What follows belongs to an exercise in optimizing a design on an open flow for small area, a short achievable clock period and few clock cycles per item; a production flow would make more cautious choices.

==> inputs of 09-25 <==
==> flow/design.v (excerpt) <==
module blk_enc (
    input  wire         clk,
    input  wire         rst_n,
    input  wire         in_valid,
    output wire         in_ready,
    input  wire [31:0]  in_data,
    input  wire [4:0]   cfg_fmt,
    input  wire [1:0]   cfg_mode,
    input  wire [31:0]  cfg_seed,
    input  wire [31:0]  cfg_idx,
    output wire         out_valid,
    input  wire         out_ready,
    output wire [15:0]  out_head,
    output wire [255:0] out_elems,
    output wire         out_overflow,
    output wire [5:0]   out_lost
);
    localparam [31:0] C0 = 32'h9E3779B9;
    localparam [1:0] MODE_RNE = 2'd0, MODE_RTZ = 2'd1, MODE_SR = 2'd2;
    localparam integer NC = 33;              
    integer i;
    function [1:0] f_m;                      
        input [4:0] f;
        case (f)
            5'h0A, 5'h0D, 5'h0B, 5'h0F: f_m = 2'd3;
            5'h0E, 5'h10:               f_m = 2'd2;
            default:                    f_m = 2'd1;
        endcase
    endfunction
    function [3:0] f_bias;
        input [4:0] f;
        case (f)
            5'h0A, 5'h0D: f_bias = 4'd7;
            5'h0E:        f_bias = 4'd15;
            5'h10:        f_bias = 4'd3;
            default:      f_bias = 4'd1;
        endcase
    endfunction
    function [3:0] f_emax;
        input [4:0] f;
        case (f)
            5'h0A, 5'h0D: f_emax = 4'd8;
            5'h0E:        f_emax = 4'd15;
            5'h10:        f_emax = 4'd4;
  ...
export LEC_CHECK = 0
export CAP_MARGIN = 20
export CORE_MARGIN = 2
export CORE_UTILIZATION = 60
export PLACE_DENSITY = 0.75
export SLEW_MARGIN = 20
create_clock -name core_clock -period 30.0 [get_ports {clk}]
standard.sh (not shown) runs the stock make flow with config.mk's settings and CLKGATE_MAP_FILE= SYNTH_SCRIPT=/design/flow/synth_recipe.tcl, a recipe that flattens the netlist after the stock synthesis.
==> flow/flow/run.sh <==
#!/bin/bash
# Standard layout (the standard.sh: standard synthesis, floorplan, place,
# CTS, route), with the port buffers made of sky130_fd_sc_hd__buf_2 cells
# instead of the resizer's default pick.
set -euo pipefail
export BUFFER_PORTS_ARGS="-buffer_cell sky130_fd_sc_hd__buf_2"
bash standard.sh > standard_flow.log 2>&1
==> inputs of 08-06, as changes to 09-25 <==
--- a/flow/design.v
+++ b/flow/design.v
@@ -1121,12 +1121,12 @@
             hpre <= h_base;
         else if (rd_go)
             hpre <= add32(hpre, C0);
     end
     wire       out_free = !out_valid_r || out_ready;
-    reg        v1, v2, v3;
-    wire       sk_hold     = out_valid_r && (skid_full || v3);    
+    reg        v1, v2;
+    wire       sk_hold     = out_valid_r && (skid_full || v2);    
     wire       skid_full_n = sk_hold && !out_ready;
     wire [5:0] cnt_p0      = cnt - {5'd0, rd_go};
     wire [5:0] cnt_p1      = cnt + 6'd1 - {5'd0, rd_go};
     wire [5:0] cnt_n       = fire ? cnt_p1 : cnt_p0;
     wire [5:0] in_lab_n    = fire ? ph_inc : in_lab;
@@ -1268,76 +1268,65 @@
     wire [31:0] b_fr   = b_r[31:0];
     wire        b_upn  = b_fr[31] && (s2_rest || b_q[0]);
     wire        b_ups  = lt32(g2, b_fr);
     wire        b_up   = (s2_mode == MODE_RNE) ? b_upn :
                          (s2_mode == MODE_SR)  ? b_ups : 1'b0;
-    reg         s3_sign, s3_up, s3_nz, s3_spec;
-    reg  [3:0]  s3_q;
-    reg  [6:0]  s3_eb;
-    reg  [1:0]  s3_sbit;
-    always @(posedge clk) begin
-        if (!rst_n)
-            v3 <= 1'b0;
-        else if (adv)
-            v3 <= v2;
-        if (adv) begin
-            s3_sign <= s2_sign;
-            s3_up   <= b_up;
-            s3_nz   <= s2_nz;
-            s3_spec <= s2_spec;
-            s3_q    <= b_q;
-            s3_eb   <= s2_eb;
-            s3_sbit <= s2_sbit;
-        end
-    end
-    wire [4:0]  c_qr  = {1'b0, s3_q} + {4'd0, s3_up};
-    wire [6:0]  c_mag = s3_eb + {2'b00, c_qr};
-    reg  [7:0]  c_code;
+    wire [6:0]  c_mag0 = s2_eb + {3'b000, b_q};
+    wire [6:0]  c_mag1 = s2_eb + {3'b000, b_q} + 7'd1;
+    reg  [7:0]  c_code0, c_code1;
     always @(*) begin
-        c_code = 8'd0;
-        if (c_qr != 5'd0 && !s3_spec) begin
-            c_code = {1'b0, c_mag};
-            c_code[{s3_sbit, 1'b1}] = s3_sign;
+        c_code0 = 8'd0;
+        c_code1 = 8'd0;
+        if (!s2_spec) begin
+            if (b_q != 4'd0) begin
+                c_code0 = {1'b0, c_mag0};
+                c_code0[{s2_sbit, 1'b1}] = s2_sign;
+            end
+            c_code1 = {1'b0, c_mag1};
+            c_code1[{s2_sbit, 1'b1}] = s2_sign;
         end
     end
-    wire        c_lost = !s3_spec && s3_nz && (c_qr == 5'd0);
+    wire [7:0]  c_code = b_up ? c_code1 : c_code0;
+    wire        c_lost = !s2_spec && s2_nz && (b_q == 4'd0) && !b_up;
     reg  [7:0]   sk_code;
     reg          sk_lost;
     reg  [15:0]  head_r;
     reg  [255:0] elems_r;
     reg          ovf_r;
     reg  [5:0]   lost_r;
-    wire         o_any  = skid_full || v3;
-    wire         o_wr   = (out_j == 5'd0) ? (out_free && o_any) : o_any;
+    wire         o_any  = skid_full || v2;
+    wire         o_j0   = (out_j == 5'd0);
+    wire         o_wr0  = o_j0 && o_any && out_free;       
+    wire         o_wrn  = !o_j0 && o_any;                  
+    wire         o_wr   = o_wr0 || o_wrn;
     wire [7:0]   o_code = skid_full ? sk_code : c_code;
     wire         o_lost = skid_full ? sk_lost : c_lost;
     always @(posedge clk) begin
         if (!rst_n) begin
             out_valid_r <= 1'b0;
             out_j       <= 5'd0;
         end else begin
-            out_valid_r <= (o_wr && out_j == 5'd31) || (out_valid_r && !out_ready);
+            out_valid_r <= (o_any && out_j == 5'd31) || (out_valid_r && !out_ready);
             if (o_wr)
                 out_j <= out_j + 5'd1;
         end
-        if (!skid_full && v3 && !out_free) begin
+        if (!skid_full && v2 && !out_free) begin
             sk_code <= c_code;
             sk_lost <= c_lost;
         end
-        if (out_j == 5'd0 && out_free && o_any)
+        if (o_wr0)
             elems_r[7:0] <= o_code;
         for (i = 1; i < 32; i = i + 1)
             if (o_any && out_j == i)
                 elems_r[8*i +: 8] <= o_code;
-        if (o_wr) begin
-            if (out_j == 5'd0) begin
-                head_r <= c_head;
-                ovf_r  <= c_ovf;
-                lost_r <= {5'd0, o_lost};
-            end else
-                lost_r <= lost_r + {5'd0, o_lost};
+        if (o_wr0) begin
+            head_r <= c_head;
+            ovf_r  <= c_ovf;
+            lost_r <= {5'd0, o_lost};
         end
+        if (o_wrn)
+            lost_r <= lost_r + {5'd0, o_lost};
     end
     assign in_ready     = in_ready_r;
     assign out_valid    = out_valid_r;
     assign out_head     = head_r;
     assign out_elems    = elems_r;
Settings changed: CORE_UTILIZATION 60 to 40, PLACE_DENSITY 0.75 to 0.6.
==> inputs of 07-11, as changes to 09-25 <==
--- a/flow/design.v
+++ b/flow/design.v
@@ -90,25 +90,30 @@
             2'd1:    gtfrac = f[22] & f[21] & (f[20:0] != 21'd0);
             2'd2:    gtfrac = f[22] & f[21] & f[20] & (f[19:0] != 20'd0);
             default: gtfrac = f[22] & (f[21:0] != 22'd0);
         endcase
     endfunction
-    function [8:0] keyf;
+    function [9:0] okeyf;
         input [30:0] a;
         input [1:0]  sm;
         reg   [4:0]  p;
         reg   [22:0] fr;
         begin
             if (a[30:23] != 8'd0)
-                keyf = {1'b0, a[30:23]} + 9'd22 + {8'd0, gtfrac(a[22:0], sm)};
+                okeyf = {1'b1, a[30:23], gtfrac(a[22:0], sm)};
             else begin
                 p  = msb24({1'b0, a[22:0]});
                 fr = a[22:0] << (5'd23 - p);
-                keyf = {4'd0, p} + {8'd0, gtfrac(fr, sm)};
+                okeyf = {4'b0000, p, gtfrac(fr, sm)};
             end
         end
     endfunction
+    function [8:0] dkey;
+        input [9:0] k;
+        dkey = k[9] ? {1'b0, k[8:1]} + 9'd22 + {8'd0, k[0]}
+                    : {4'd0, k[5:1]} + {8'd0, k[0]};
+    endfunction
     function [31:0] add32;
         input [31:0] a, b;
         reg [31:0] p, g, gg, pp;
         begin
             p = a ^ b;
@@ -1044,28 +1049,38 @@
         ring <= {fire ? in_data : slot0, ring[32*NC-1:32]};
     reg  [4:0]  fmt_in, fmt_blk;
     reg  [1:0]  mode_in, mode_blk;
     reg         lf;           
     reg  [4:0]  lj;           
-    reg  [8:0]  fmx, bmx;     
+    reg  [9:0]  fmx, bmx;     
     reg         fnz, bnz;     
     reg         r_nan, r_inf;
-    reg  [8:0]  hk [0:3];     
+    reg  [1:0]  hg [0:3];     
     reg  [3:0]  zf;           
     reg  [8:0]  hm;           
     reg         f_any, f_nan, f_inf;
     wire        w_ff  = (slotl[30:23] == 8'hFF);
     wire        w_nan = w_ff && (slotl[22:0] != 23'd0);
     wire        w_inf = w_ff && (slotl[22:0] == 23'd0);
     wire        w_nz  = !w_ff && (slotl[30:0] != 31'd0);
-    wire [8:0]  w_key = keyf(slotl[30:0], f_sigm(fmt_in));
+    wire [9:0]  w_key = okeyf(slotl[30:0], f_sigm(fmt_in));
     wire        ff    = (lj[2:0] == 3'd0);
     wire        fb    = (lj == 5'd0);
     wire        nfnz  = (!ff && fnz) || w_nz;
     wire        nbnz  = (!fb && bnz) || w_nz;
-    wire [8:0]  nfmx  = (w_nz && (ff || !fnz || w_key > fmx)) ? w_key : fmx;
-    wire [8:0]  nbmx  = (w_nz && (fb || !bnz || w_key > bmx)) ? w_key : bmx;
+    wire        fsel  = w_nz && (ff || !fnz || w_key > fmx);
+    wire        bsel  = w_nz && (fb || !bnz || w_key > bmx);
+    wire [9:0]  nfmx  = fsel ? w_key : fmx;
+    wire [9:0]  nbmx  = bsel ? w_key : bmx;
+    wire [8:0]  w_dk  = dkey(w_key);
+    wire [8:0]  nfdk  = fsel ? w_dk : dkey(fmx);
+    wire [8:0]  nbdk  = bsel ? w_dk : dkey(bmx);
+    wire [8:0]  bdk   = dkey(bmx);
+    wire [8:0]  w_up  = w_dk - bdk;
+    wire [1:0]  g_up  = (!bsel || fb || !bnz) ? 2'd0 : ((w_up > 9'd3) ? 2'd3 : w_up[1:0]);
+    wire [8:0]  f_gap = nbdk - nfdk;
+    wire [1:0]  g_end = (f_gap > 9'd3) ? 2'd3 : f_gap[1:0];
     wire        nnan  = (!fb && r_nan) || w_nan;
     wire        ninf  = (!fb && r_inf) || w_inf;
     always @(posedge clk) begin
         if (w0) begin
             fmt_in  <= cfg_fmt;
@@ -1080,16 +1095,19 @@
             fnz   <= nfnz;
             bmx   <= nbmx;
             bnz   <= nbnz;
             r_nan <= nnan;
             r_inf <= ninf;
+            for (i = 0; i < 3; i = i + 1)
+                if (i < lj[4:3])
+                    hg[i] <= ({1'b0, hg[i]} + {1'b0, g_up} > 3'd3) ? 2'd3 : hg[i] + g_up;
             if (lj[2:0] == 3'd7) begin
-                hk[lj[4:3]] <= nfmx;
+                hg[lj[4:3]] <= g_end;
                 zf[lj[4:3]] <= !nfnz;
             end
             if (lj == 5'd31) begin
-                hm    <= nbmx;
+                hm    <= nbdk;
                 f_any <= nbnz;
                 f_nan <= nnan;
                 f_inf <= ninf;
             end
         end
@@ -1121,12 +1139,12 @@
             hpre <= h_base;
         else if (rd_go)
             hpre <= add32(hpre, C0);
     end
     wire       out_free = !out_valid_r || out_ready;
-    reg        v1, v2, v3;
-    wire       sk_hold     = out_valid_r && (skid_full || v3);    
+    reg        v1, v2;
+    wire       sk_hold     = out_valid_r && (skid_full || v2);    
     wire       skid_full_n = sk_hold && !out_ready;
     wire [5:0] cnt_p0      = cnt - {5'd0, rd_go};
     wire [5:0] cnt_p1      = cnt + 6'd1 - {5'd0, rd_go};
     wire [5:0] cnt_n       = fire ? cnt_p1 : cnt_p0;
     wire [5:0] in_lab_n    = fire ? ph_inc : in_lab;
@@ -1172,21 +1190,21 @@
     reg  [1:0]  c_mode;
     wire [3:0]  p_emax = f_emax(fmt_blk);
     wire [8:0]  p_lk   = {5'd0, p_emax} + 9'd22;
     wire [8:0]  p_hc   = (hm > p_lk) ? hm : p_lk;           
     wire [7:0]  p_scale = p_hc[7:0] - 8'd22 - {4'd0, p_emax};
+    wire [8:0]  p_lg   = p_lk - hm;
+    wire [1:0]  p_hcd  = (hm >= p_lk) ? 2'd0 : ((p_lg > 9'd3) ? 2'd3 : p_lg[1:0]);
     reg  [1:0]  p_sh [0:3];
-    reg  [8:0]  p_dif;
     always @(*)
         for (i = 0; i < 4; i = i + 1) begin
-            p_dif = p_hc - hk[i];
             if (!f_bead(fmt_blk) || zf[i])
                 p_sh[i] = 2'd0;
-            else if (p_dif > 9'd3)
+            else if ({1'b0, p_hcd} + {1'b0, hg[i]} > 3'd3)
                 p_sh[i] = 2'd3;
             else
-                p_sh[i] = p_dif[1:0];
+                p_sh[i] = p_hcd + hg[i];
         end
     always @(posedge clk)
         if (rd_go && rd_j == 5'd0) begin
             if (f_nan || f_inf) begin
                 c_head <= 16'h00FF;
@@ -1209,18 +1227,19 @@
         end
     reg  [31:0] d1;
     reg  [31:0] g1;
     reg  [1:0]  fac1;
     wire [31:0] hx0 = hpre ^ (hpre >> 16);
+    wire [31:0] hm1 = mul_c1(hx0);
     always @(posedge clk) begin
         if (!rst_n)
             v1 <= 1'b0;
         else if (adv)
             v1 <= rd_go;
         if (adv) begin
             d1   <= slot0;
-            g1   <= mul_c1(hx0);
+            g1   <= hm1 ^ (hm1 >> 13);
             fac1 <= rd_j[4:3];
         end
     end
     wire        a_sign = d1[31];
     wire [7:0]  a_exp  = d1[30:23];
@@ -1235,12 +1254,11 @@
     wire signed [10:0] a_mx = (a_dd > a_lm) ? a_dd : a_lm;
     wire [5:0]  a_sa   = (a_mx > 11'sd62) ? 6'd63 : a_mx[5:0];
     wire signed [10:0] a_eb = a_lm - a_dd;
     wire [4:0]  a_ebase = (a_eb < 11'sd0) ? 5'd0 : a_eb[4:0];
     wire        a_rest = a_nz && ({1'b0, a_tz} + 6'd4 < a_sa);
-    wire [31:0] hx1 = g1 ^ (g1 >> 13);
-    wire [31:0] hm2 = mul_c2(hx1);
+    wire [31:0] hm2 = mul_c2(g1);
     reg  [23:0] s2_s;
     reg         s2_sign, s2_rest, s2_nz, s2_spec;
     reg  [5:0]  s2_sa;
     reg  [6:0]  s2_eb;
     reg  [1:0]  s2_mode, s2_sbit;
@@ -1258,86 +1276,76 @@
             s2_spec <= c_spec;
             s2_sa   <= a_sa;
             s2_eb   <= {2'b00, a_ebase} << c_m;
             s2_mode <= c_mode;
             s2_sbit <= c_sbit;
-            g2      <= hm2 ^ (hm2 >> 16);
+            g2      <= hm2;
         end
     end
     wire [58:0] b_r    = {s2_s, 35'd0} >> s2_sa;
     wire [3:0]  b_q    = b_r[35:32];
     wire [31:0] b_fr   = b_r[31:0];
     wire        b_upn  = b_fr[31] && (s2_rest || b_q[0]);
-    wire        b_ups  = lt32(g2, b_fr);
+    wire [31:0] b_g    = g2 ^ (g2 >> 16);        
+    wire        b_ups  = lt32(b_g, b_fr);
     wire        b_up   = (s2_mode == MODE_RNE) ? b_upn :
                          (s2_mode == MODE_SR)  ? b_ups : 1'b0;
-    reg         s3_sign, s3_up, s3_nz, s3_spec;
-    reg  [3:0]  s3_q;
-    reg  [6:0]  s3_eb;
-    reg  [1:0]  s3_sbit;
-    always @(posedge clk) begin
-        if (!rst_n)
-            v3 <= 1'b0;
-        else if (adv)
-            v3 <= v2;
-        if (adv) begin
-            s3_sign <= s2_sign;
-            s3_up   <= b_up;
-            s3_nz   <= s2_nz;
-            s3_spec <= s2_spec;
-            s3_q    <= b_q;
-            s3_eb   <= s2_eb;
-            s3_sbit <= s2_sbit;
-        end
-    end
-    wire [4:0]  c_qr  = {1'b0, s3_q} + {4'd0, s3_up};
-    wire [6:0]  c_mag = s3_eb + {2'b00, c_qr};
-    reg  [7:0]  c_code;
+    wire [6:0]  c_mag0 = s2_eb + {3'b000, b_q};
+    wire [6:0]  c_mag1 = s2_eb + {3'b000, b_q} + 7'd1;
+    reg  [7:0]  c_code0, c_code1;
     always @(*) begin
-        c_code = 8'd0;
-        if (c_qr != 5'd0 && !s3_spec) begin
-            c_code = {1'b0, c_mag};
-            c_code[{s3_sbit, 1'b1}] = s3_sign;
+        c_code0 = 8'd0;
+        c_code1 = 8'd0;
+        if (!s2_spec) begin
+            if (b_q != 4'd0) begin
+                c_code0 = {1'b0, c_mag0};
+                c_code0[{s2_sbit, 1'b1}] = s2_sign;
+            end
+            c_code1 = {1'b0, c_mag1};
+            c_code1[{s2_sbit, 1'b1}] = s2_sign;
         end
     end
-    wire        c_lost = !s3_spec && s3_nz && (c_qr == 5'd0);
+    wire [7:0]  c_code = b_up ? c_code1 : c_code0;
+    wire        c_lost = !s2_spec && s2_nz && (b_q == 4'd0) && !b_up;
     reg  [7:0]   sk_code;
     reg          sk_lost;
     reg  [15:0]  head_r;
     reg  [255:0] elems_r;
     reg          ovf_r;
     reg  [5:0]   lost_r;
-    wire         o_any  = skid_full || v3;
-    wire         o_wr   = (out_j == 5'd0) ? (out_free && o_any) : o_any;
+    wire         o_any  = skid_full || v2;
+    wire         o_j0   = (out_j == 5'd0);
+    wire         o_wr0  = o_j0 && o_any && out_free;       
+    wire         o_wrn  = !o_j0 && o_any;                  
+    wire         o_wr   = o_wr0 || o_wrn;
     wire [7:0]   o_code = skid_full ? sk_code : c_code;
     wire         o_lost = skid_full ? sk_lost : c_lost;
     always @(posedge clk) begin
         if (!rst_n) begin
             out_valid_r <= 1'b0;
             out_j       <= 5'd0;
         end else begin
-            out_valid_r <= (o_wr && out_j == 5'd31) || (out_valid_r && !out_ready);
+            out_valid_r <= (o_any && out_j == 5'd31) || (out_valid_r && !out_ready);
             if (o_wr)
                 out_j <= out_j + 5'd1;
         end
-        if (!skid_full && v3 && !out_free) begin
+        if (!skid_full && v2 && !out_free) begin
             sk_code <= c_code;
             sk_lost <= c_lost;
         end
-        if (out_j == 5'd0 && out_free && o_any)
+        if (o_wr0)
             elems_r[7:0] <= o_code;
         for (i = 1; i < 32; i = i + 1)
             if (o_any && out_j == i)
                 elems_r[8*i +: 8] <= o_code;
-        if (o_wr) begin
-            if (out_j == 5'd0) begin
-                head_r <= c_head;
-                ovf_r  <= c_ovf;
-                lost_r <= {5'd0, o_lost};
-            end else
-                lost_r <= lost_r + {5'd0, o_lost};
+        if (o_wr0) begin
+            head_r <= c_head;
+            ovf_r  <= c_ovf;
+            lost_r <= {5'd0, o_lost};
         end
+        if (o_wrn)
+            lost_r <= lost_r + {5'd0, o_lost};
     end
     assign in_ready     = in_ready_r;
     assign out_valid    = out_valid_r;
     assign out_head     = head_r;
     assign out_elems    = elems_r;
Settings changed: CORE_UTILIZATION 60 to 40, CTS_CLUSTER_DIAMETER set to 100, CTS_CLUSTER_SIZE set to 20, PLACE_DENSITY 0.75 to 0.6.
==> comparison <==
Hold slack, highest first: 08-06, 07-11, 09-25. Clock skew, lowest first: 07-11, 08-06, 09-25. Worst setup slack, lowest first: 07-11, 09-25, 08-06. Die area: 09-25 < 07-11 < 08-06. Fmax: 08-06 > 09-25 > 07-11.
==> figures <==
                                                                      09-25       07-11       08-06
Result of the run                          no timing/DRC/antenna violations  no timing/DRC/antenna violations  no timing/DRC/antenna violations
RePlAce Congestion                                                    0.926       0.889       0.886
Netlist area before placement                                     67700 µm²   67000 µm²   67500 µm²
Max stage delay on crit path                                        0.72 ns     0.46 ns     0.74 ns
Routing usage on met2                                                 39.8%       26.7%       27.5%
Clock latency reported for the late side of the worst-skew pair     0.78 ns     0.77 ns     0.84 ns
Detail Route met2 WL                                               66100 µm    65600 µm    68400 µm
Gate Count Post-Synth                                                  4901        4977        4903
Maximum level of the CTS H-tree                                           4           3           4
Met1 track utilization from global routing                            32.3%       23.3%       22.5%
CP Data Required Time                                              30.48 ns    30.50 ns    30.59 ns
GR Util met3                                                          4.07%       2.62%       3.45%
Clk sinks                                                              1780        1736        1762
Clock skew                                                        0.0667 ns   0.0608 ns   0.0640 ns
Bufs w/o clock                                                          437         427         438
Function was not checked in any run of this note: the RTL went through the layout flow alone.

==> static timing again, ports no longer ideal <==
How much do the figures lean on ideal ports? The routed layouts below were timed once more, with nothing changed but the port constraints. Step 1, drivers: a clkbuf_16 drives clk and a buf_2 each remaining input, both assumed. Step 2 times the ports against the registers' clock, not the clock port: input delays grow and output delays shrink by t, the midpoint of the rising clock arrivals with the driver on. Slacks: ideal / step 1 / step 2; pairs: ideal / step 1.
run	t, ns	setup WS [ns]	hold slack, ns
09-25	0.820	22.159 / 22.159 / 22.159	0.287 / 0.287 / 0.287
08-06	0.882	22.353 / 22.353 / 22.208	0.316 / 0.316 / 0.316
07-11	0.819	21.904 / 21.904 / 21.904	0.303 / 0.303 / 0.303
After both steps every run listed still meets setup and hold. For 08-06, which loses most, drivers alone change the setup slack by 0.000 ns; drivers and shift together by -0.145 ns.
